What follows belongs to an exercise in optimizing a design on an open flow for small area, a short achievable clock period and few clock cycles per item; a production flow would make more cautious choices. Function was checked by simulation only, so behaviour that the tests miss may differ from the original. Power figures rest on the tool's default switching activity, not on a simulated workload.

// mtr_pulse
module mtr_pulse (
    input  wire        clk,
    input  wire        rst,
    input  wire        in_valid,
    output wire        in_ready,
    input  wire        in_op,         
    input  wire [47:0] in_de,         
    input  wire [39:0] in_ts,         
    input  wire [23:0] in_dt,         
    input  wire [31:0] in_const,      
    output wire        out_valid,
    input  wire        out_ready,
    output wire [39:0] out_start,     
    output wire        busy,
    output wire [63:0] resid,         
    output wire [31:0] count          
);
Size in the first run: roughly 4,700 cells after synthesis, ~670 flip-flops, ~49,000 µm² of cells after synthesis.
export LEC_CHECK = 0
export CAP_MARGIN = 20
export CORE_MARGIN = 2
export CORE_UTILIZATION = 40
export SLEW_MARGIN = 20
create_clock -name core_clock -period 12.0 [get_ports {clk}]
standard.sh (not shown) runs the stock make flow with config.mk's settings and CLKGATE_MAP_FILE= SYNTH_SCRIPT=/design/flow/synth_recipe.tcl, a recipe that flattens the netlist after the stock synthesis.
==> flow/flow/run.sh <==
#!/bin/bash
set -euo pipefail
bash standard.sh SETUP_SLACK_MARGIN=7.5 finish > standard_make.log 2>&1
The baseline passed the timing, DRC and antenna checks.
Testbench counts at the start, summed over its fixed seeds: cycles 27,111, increments 19,380.
Then changed:
==> flow/flow/run.sh (replaced) <==
#!/bin/bash
set -euo pipefail
bash standard.sh SETUP_SLACK_MARGIN=6.5 finish > standard_make.log 2>&1
Effect: The new run produced a clean layout; total power decreases by about a fifth; final area decreases by a little under a tenth; routed wire length drops by a little under a tenth; sequential cell count does not change; global-route usage went down by 1.5 points; clock power shrinks by a few percent; clock-buffer cell count climbs by 10; non-clock buffer count came out lower by 213; via count drops by a few percent; critical path depth decreases by 4.

========
Another version of the RTL of mtr_pulse (not shown whole).
For scale: roughly 290 I/O pins, roughly 49,000 µm² of cells after synthesis.
==> flow/config.mk <==
export PLATFORM = sky130hd
export DESIGN_NAME = mtr_pulse
export DESIGN_NICKNAME = mtr_pulse
export VERILOG_FILES = /design/flow/design.v
export SDC_FILE = /design/flow/constraint.sdc
export NUM_CORES = 4
export LEC_CHECK = 0
export CAP_MARGIN = 20
export CORE_MARGIN = 2
export CORE_UTILIZATION = 40
export SLEW_MARGIN = 20
==> flow/constraint.sdc <==
create_clock -name core_clock -period 12.0 [get_ports {clk}]
set_input_delay 2.4000 -clock core_clock [delete_from_list [all_inputs] [get_ports {clk}]]
set_output_delay 2.4000 -clock core_clock [all_outputs]
set_load 0.01 [all_outputs]
==> flow/flow/run.sh <==
#!/bin/bash
set -euo pipefail
bash standard.sh SETUP_SLACK_MARGIN=7.25 CORE_UTILIZATION=60 finish > standard_make.log 2>&1
The starting point completed with no timing, DRC or antenna violations.
Testbench counts at the start, summed over its fixed seeds: cycles 27,111, increments 19,380.
Then changed:
==> flow/flow/run.sh (replaced) <==
#!/bin/bash
set -euo pipefail
bash standard.sh SETUP_SLACK_MARGIN=7.5 CORE_UTILIZATION=60 finish > standard_make.log 2>&1
The new run went through all stages and came out clean.
Via count goes up by about 2.6%.
Cell area goes up by about 3%.
Utilization goes up by 2.1 points.
Total power goes up by 8.4%.
Sequential share of layout area goes down by 0.90 points.
Cell count goes up by 1.1%.
Clock power goes up by about 6%.
Global-route usage goes up by 0.86 points.
Sequential cell count does not change.
Clock-buffer cell count goes up by 1.

========
mtr_pulse with an RTL version that a note above also has.
For scale: roughly 4700 cells after synthesis, about 670 flip-flops, roughly 49000 um2 of cells after synthesis.
==> flow/design.v (excerpt) <==
module mtr_pulse (
    input  wire        clk,
    input  wire        rst,
    input  wire        in_valid,
    output wire        in_ready,
    input  wire        in_op,         
    input  wire [47:0] in_de,         
    input  wire [39:0] in_ts,         
    input  wire [23:0] in_dt,         
    input  wire [31:0] in_const,      
    output wire        out_valid,
    input  wire        out_ready,
    output wire [39:0] out_start,     
    output wire        busy,
    output wire [63:0] resid,         
    output wire [31:0] count          
);
clock: 12.0 ns
lec_check: 0
cap_margin: 20
core_margin: 2
core_utilization: 40
slew_margin: 20
==> flow/flow/run.sh <==
#!/bin/bash
set -euo pipefail
bash standard.sh SETUP_SLACK_MARGIN=7.0 finish > standard_make.log 2>&1
Testbench counts at the start, summed over its fixed seeds: cycles 27,111, increments 19,380.
Next try:
==> flow/flow/run.sh (replaced) <==
#!/bin/bash
set -euo pipefail
bash standard.sh SETUP_SLACK_MARGIN=7.0 CORE_UTILIZATION=60 finish > standard_make.log 2>&1
=>
- die area came out lower by a quarter to a third
- count of clock-buffer cells in the layout grows by 4
- power is lower by a few percent
- via count is higher slightly

[what the ideal ports hide]
No port has a modelled driver above. Below, the same layouts with a new extraction and two added sets of constraints. Step 1: set_driving_cell puts a clkbuf_16 on clk and a buf_2 on each other input, an assumption about the parent block. Step 2 times the ports against the registers' clock, not the clock port: input delays grow and output delays shrink by t, the midpoint of the rising clock arrivals with the driver on. Three values: ideal ports, drivers, drivers and shift; two values: the first two.
run | shift t [ns] | setup WS [ns] | worst setup path at the end | slew at the worst register clock pin (ns) | cell pins on the clock port's net
the first run of note 1 | 0.745 | 7.134 / 7.134 / 7.134 | register to register | 0.07 / 0.07 | 1
the second run of note 1 | 0.722 | 6.662 / 6.626 / 6.662 | register to register | 0.07 / 0.07 | 1
the first run of note 2 | 0.697 | 7.238 / 7.221 / 6.931 | input to register | 0.07 / 0.07 | 1
the second run of note 2 | 0.713 | 7.223 / 7.223 / 7.223 | register to register | 0.07 / 0.07 | 1
the first run of note 3 | 0.732 | 7.088 / 7.088 / 7.088 | register to register | 0.07 / 0.07 | 1
the second run of note 3 | 0.689 | 7.045 / 7.045 / 6.957 | input to register | 0.07 / 0.07 | 1
After both steps setup and hold are still met in every run listed. The setup slack of the first run of note 2, which loses most, moves by -0.017 ns with the drivers and by -0.307 ns with both steps.
